Context: an optimization exercise on an open-source flow, tuned for small area, a short achievable clock period and few clock cycles per item. The choices shown serve that exercise and are no tape-out recipe.
The RTL was checked by simulation tests, not by an equivalence proof against the original design.

## old
==> flow/design.v (excerpt) <==
module exact_sum (
    input  wire        clk,
    input  wire        rst,
    input  wire        in_valid,
    output wire        in_ready,
    input  wire [31:0] in_data,
    input  wire [1:0]  in_dtype,
    input  wire        in_last,
    output wire        out_valid,
    input  wire        out_ready,
    output wire [31:0] out_data
);
export LEC_CHECK = 0
export CAP_MARGIN = 20
export CORE_MARGIN = 2
export CORE_UTILIZATION = 40
export SLEW_MARGIN = 20
create_clock -name core_clock -period 15.0 [get_ports {clk}]
standard.sh (not shown) runs the stock make flow with config.mk's settings and CLKGATE_MAP_FILE= SYNTH_SCRIPT=/design/flow/synth_recipe.tcl, a recipe that flattens the netlist after the stock synthesis.
==> flow/flow/run.sh <==
#!/bin/bash
# Standard synthesis, then the standard layout steps with repair_timing asked
# for a larger setup margin (the SDC, period and IO constraints are unchanged).
set -e
bash standard.sh synth > synth.log 2>&1
bash standard.sh SETUP_SLACK_MARGIN=11 finish > layout.log 2>&1
In summary, old completed successfully, with a layout that passed the timing, design-rule and antenna checks.
Testbench counts of old, summed over its fixed seeds: cycles 32,739, items 32,678.
Relative to old, the following input files were edited for new:
--- a/flow/design.v
+++ b/flow/design.v
@@ -19,13 +19,13 @@
     reg        r0_h;        
     reg [22:0] r0_f;        
     reg        r0_skip;     
     reg        r0_nan, r0_inf;
     reg [1:0]  r0_t;
     reg        r0_l;
-    assign in_ready = rdy_o;
+    assign in_ready = rdy;
     wire take = in_valid & rdy;
     wire        i16  = (in_dtype == 2'd2);
     wire        ib16 = (in_dtype == 2'd1);
     wire [7:0]  ie32 = in_data[30:23];
     wire [7:0]  ie16b = in_data[14:7];
     wire [4:0]  ie16 = in_data[14:10];
@@ -120,15 +120,14 @@
                          ({56{wsel[2]}} & {a_es[39:0], 16'd0});
     wire        cap_slow;
     wire [55:0] rwin;
     wire [55:0] wsum;
     sk_add #(.N(56)) u_wadd (.a(wclr ? 56'd0 : W), .b(addend), .s(wsum));
     wire [55:0] W_nx   = cap_slow ? rwin : wsum;
-    reg  [1:0] pcnt;                  
+    reg  pending;                     
     reg  o_v;
-    reg  rdy_o, o_vo;                 
     wire out_take = o_v & out_ready;
     wire adv0       = r0_v && (!a_v || acons);
     wire spill_done = (rs == RS_SPILL) && rdone;
     wire fin_start  = acons && a_last && a_slowlast;
     reg [2:0] rs_nx;
     always @(*) begin
@@ -146,44 +145,31 @@
     end
     wire r0v_nx     = take || (r0_v && !adv0);
     wire av_nx      = adv0 || (a_v && !acons);
     wire aspill_nx  = adv0 ? c_spill : (a_spill && !spill_done);
     wire aslowl_nx  = adv0 ? (r0_l && c_slow) : a_slowlast;
     wire alast_nx   = adv0 ? r0_l : a_last;
-    wire [1:0] pcnt_nx = pcnt + {1'b0, acons && a_last} - {1'b0, out_take};
-    wire pinc       = acons && a_last;
-    wire full_nt    = pcnt[1] || (pcnt[0] && pinc);           
-    wire full_t     = pcnt[1] && pinc;                        
-    wire acons_b    = av_nx && !aspill_nx &&
+    wire pending_nx = (acons && a_last) || (pending && !out_take);
+    wire acons_nx   = av_nx && !aspill_nx && !(alast_nx && pending_nx) &&
                       (((rs_nx == RS_IDLE) && !fin_start) ||
                        ((rs_nx == RS_GCLR) && !aslowl_nx));
-    wire acons_0    = acons_b && !(alast_nx && full_nt);
-    wire acons_1    = acons_b && !(alast_nx && full_t);
-    wire acons_nx   = out_take ? acons_1 : acons_0;
-    wire r0_hold    = r0_v && !adv0;
-    wire rdy_t0     = !av_nx || acons_0;                       
-    wire rdy_t1     = !av_nx || acons_1;
-    wire rdy_n0     = !r0_hold || rdy_t0;                      
-    wire rdy_n1     = !r0_hold || rdy_t1;
-    wire rdy_nx     = take ? (out_take ? rdy_t1 : rdy_t0) : (out_take ? rdy_n1 : rdy_n0);
+    wire rdy_nx     = !r0v_nx || !av_nx || acons_nx;
     wire [1:0] ao_nx    = adv0 ? c_o : a_o;
     wire       askip_nx = adv0 ? c_skip : a_skip;
     wire       aclr_nx  = adv0 ? c_first : (spill_done || a_clr);
     always @(posedge clk) begin
         if (rst) begin
             rdy      <= 1'b1;
             r0_v     <= 1'b0;
-            pcnt     <= 2'd0;
-            rdy_o    <= 1'b1;
+            pending  <= 1'b0;
             acons    <= 1'b0;
             sfin_req <= 1'b0;
         end else begin
             rdy      <= rdy_nx;
             r0_v     <= r0v_nx;
-            pcnt     <= pcnt_nx;
-            rdy_o    <= in_valid && rdy ? (out_take ? rdy_t1 : rdy_t0) : (out_take ? rdy_n1 : rdy_n0);
+            pending  <= pending_nx;
             acons    <= acons_nx;
             sfin_req <= fin_start;
         end
         wsel[0] <= !rst && acons_nx && !askip_nx && (ao_nx == 2'd0);
         wsel[1] <= !rst && acons_nx && !askip_nx && (ao_nx == 2'd1);
         wsel[2] <= !rst && acons_nx && !askip_nx && (ao_nx == 2'd2);
@@ -411,18 +397,15 @@
     reg [23:0]  p2_k;
     reg         p2_inc, p2_sg, p2_rz;
     reg [7:0]   p2_e;
     reg         p2_ge0, p2_ge1, p2_ge2;
     reg [1:0]   p2_dt;
     reg         p2_nan, p2_pinf, p2_ninf;
-    wire p2_blk = p2_v && o_v && !out_ready;
     always @(posedge clk) begin
-        if (rst)          p2_v <= 1'b0;
-        else if (!p2_blk) p2_v <= p1_v;
-    end
-    always @(posedge clk) if (!p2_blk) begin
+        if (rst) p2_v <= 1'b0;
+        else     p2_v <= p1_v;
         p2_k    <= kept;
         p2_inc  <= rinc;
         p2_sg   <= p1_sg;
         p2_rz   <= p1_rz;
         p2_e    <= rexp[7:0];
         p2_ge0  <= (rexp >= emx);
@@ -472,22 +455,18 @@
                 else                               result = {p2_sg, ef[7:0], m1[22:0]};
             end
         endcase
     end
     reg [31:0] o_d;
     always @(posedge clk) begin
-        if (rst) begin
-            o_v  <= 1'b0;
-            o_vo <= 1'b0;
-        end else begin
-            o_v  <= p2_v || (o_v && !out_ready);
-            o_vo <= !(!p2_v && !(o_vo && !out_ready));
-        end
-        if (p2_v && (!o_v || out_ready)) o_d <= result;
+        if (rst)            o_v <= 1'b0;
+        else if (p2_v)      o_v <= 1'b1;
+        else if (out_ready) o_v <= 1'b0;
+        if (p2_v) o_d <= result;
     end
-    assign out_valid = o_vo;
+    assign out_valid = o_v;
     assign out_data  = o_d;
 endmodule
 module sk_add #(parameter N = 56) (
     input  wire [N-1:0] a,
     input  wire [N-1:0] b,
     output wire [N-1:0] s
### Flow results
old and new ended up with roughly the same post-synthesis sequential element count. For new, the highest routed metal layer was met5, unlike old, where it was met4. Synthesized cell count was higher in new than in old. old has a higher maximum clock skew at final layout than new. Final cell count (lower): old. new vs old — cell area dropped 0.48%.
Testbench counts of new, summed over its fixed seeds: cycles 33,366, items 32,678.

==> afterwards: timing with drivers on the ports <==
The flow's constraints put no driver on any port. The routed layouts listed below were extracted and timed again, unchanged, in two steps.
Step 1, drivers: a clkbuf_16 drives clk and a buf_2 each remaining input, both assumed.
Step 2, shift: input delay + t, output delay - t, t = (earliest + latest rising clock arrival at the registers) / 2. This alone moves slack from input paths to output paths.
Slacks: ideal / step 1 / step 2; pairs: ideal / step 1.
run | t (ns) | setup WS [ns] | worst setup path after step 2
old | 0.676 | 10.777 / 10.712 / 10.124 | input to register
new | 0.680 | 10.794 / 10.726 / 10.266 | input to register
After both steps every run listed still meets setup and hold. The setup slack of old, which loses most, moves by -0.065 ns with the drivers and by -0.653 ns with both steps.
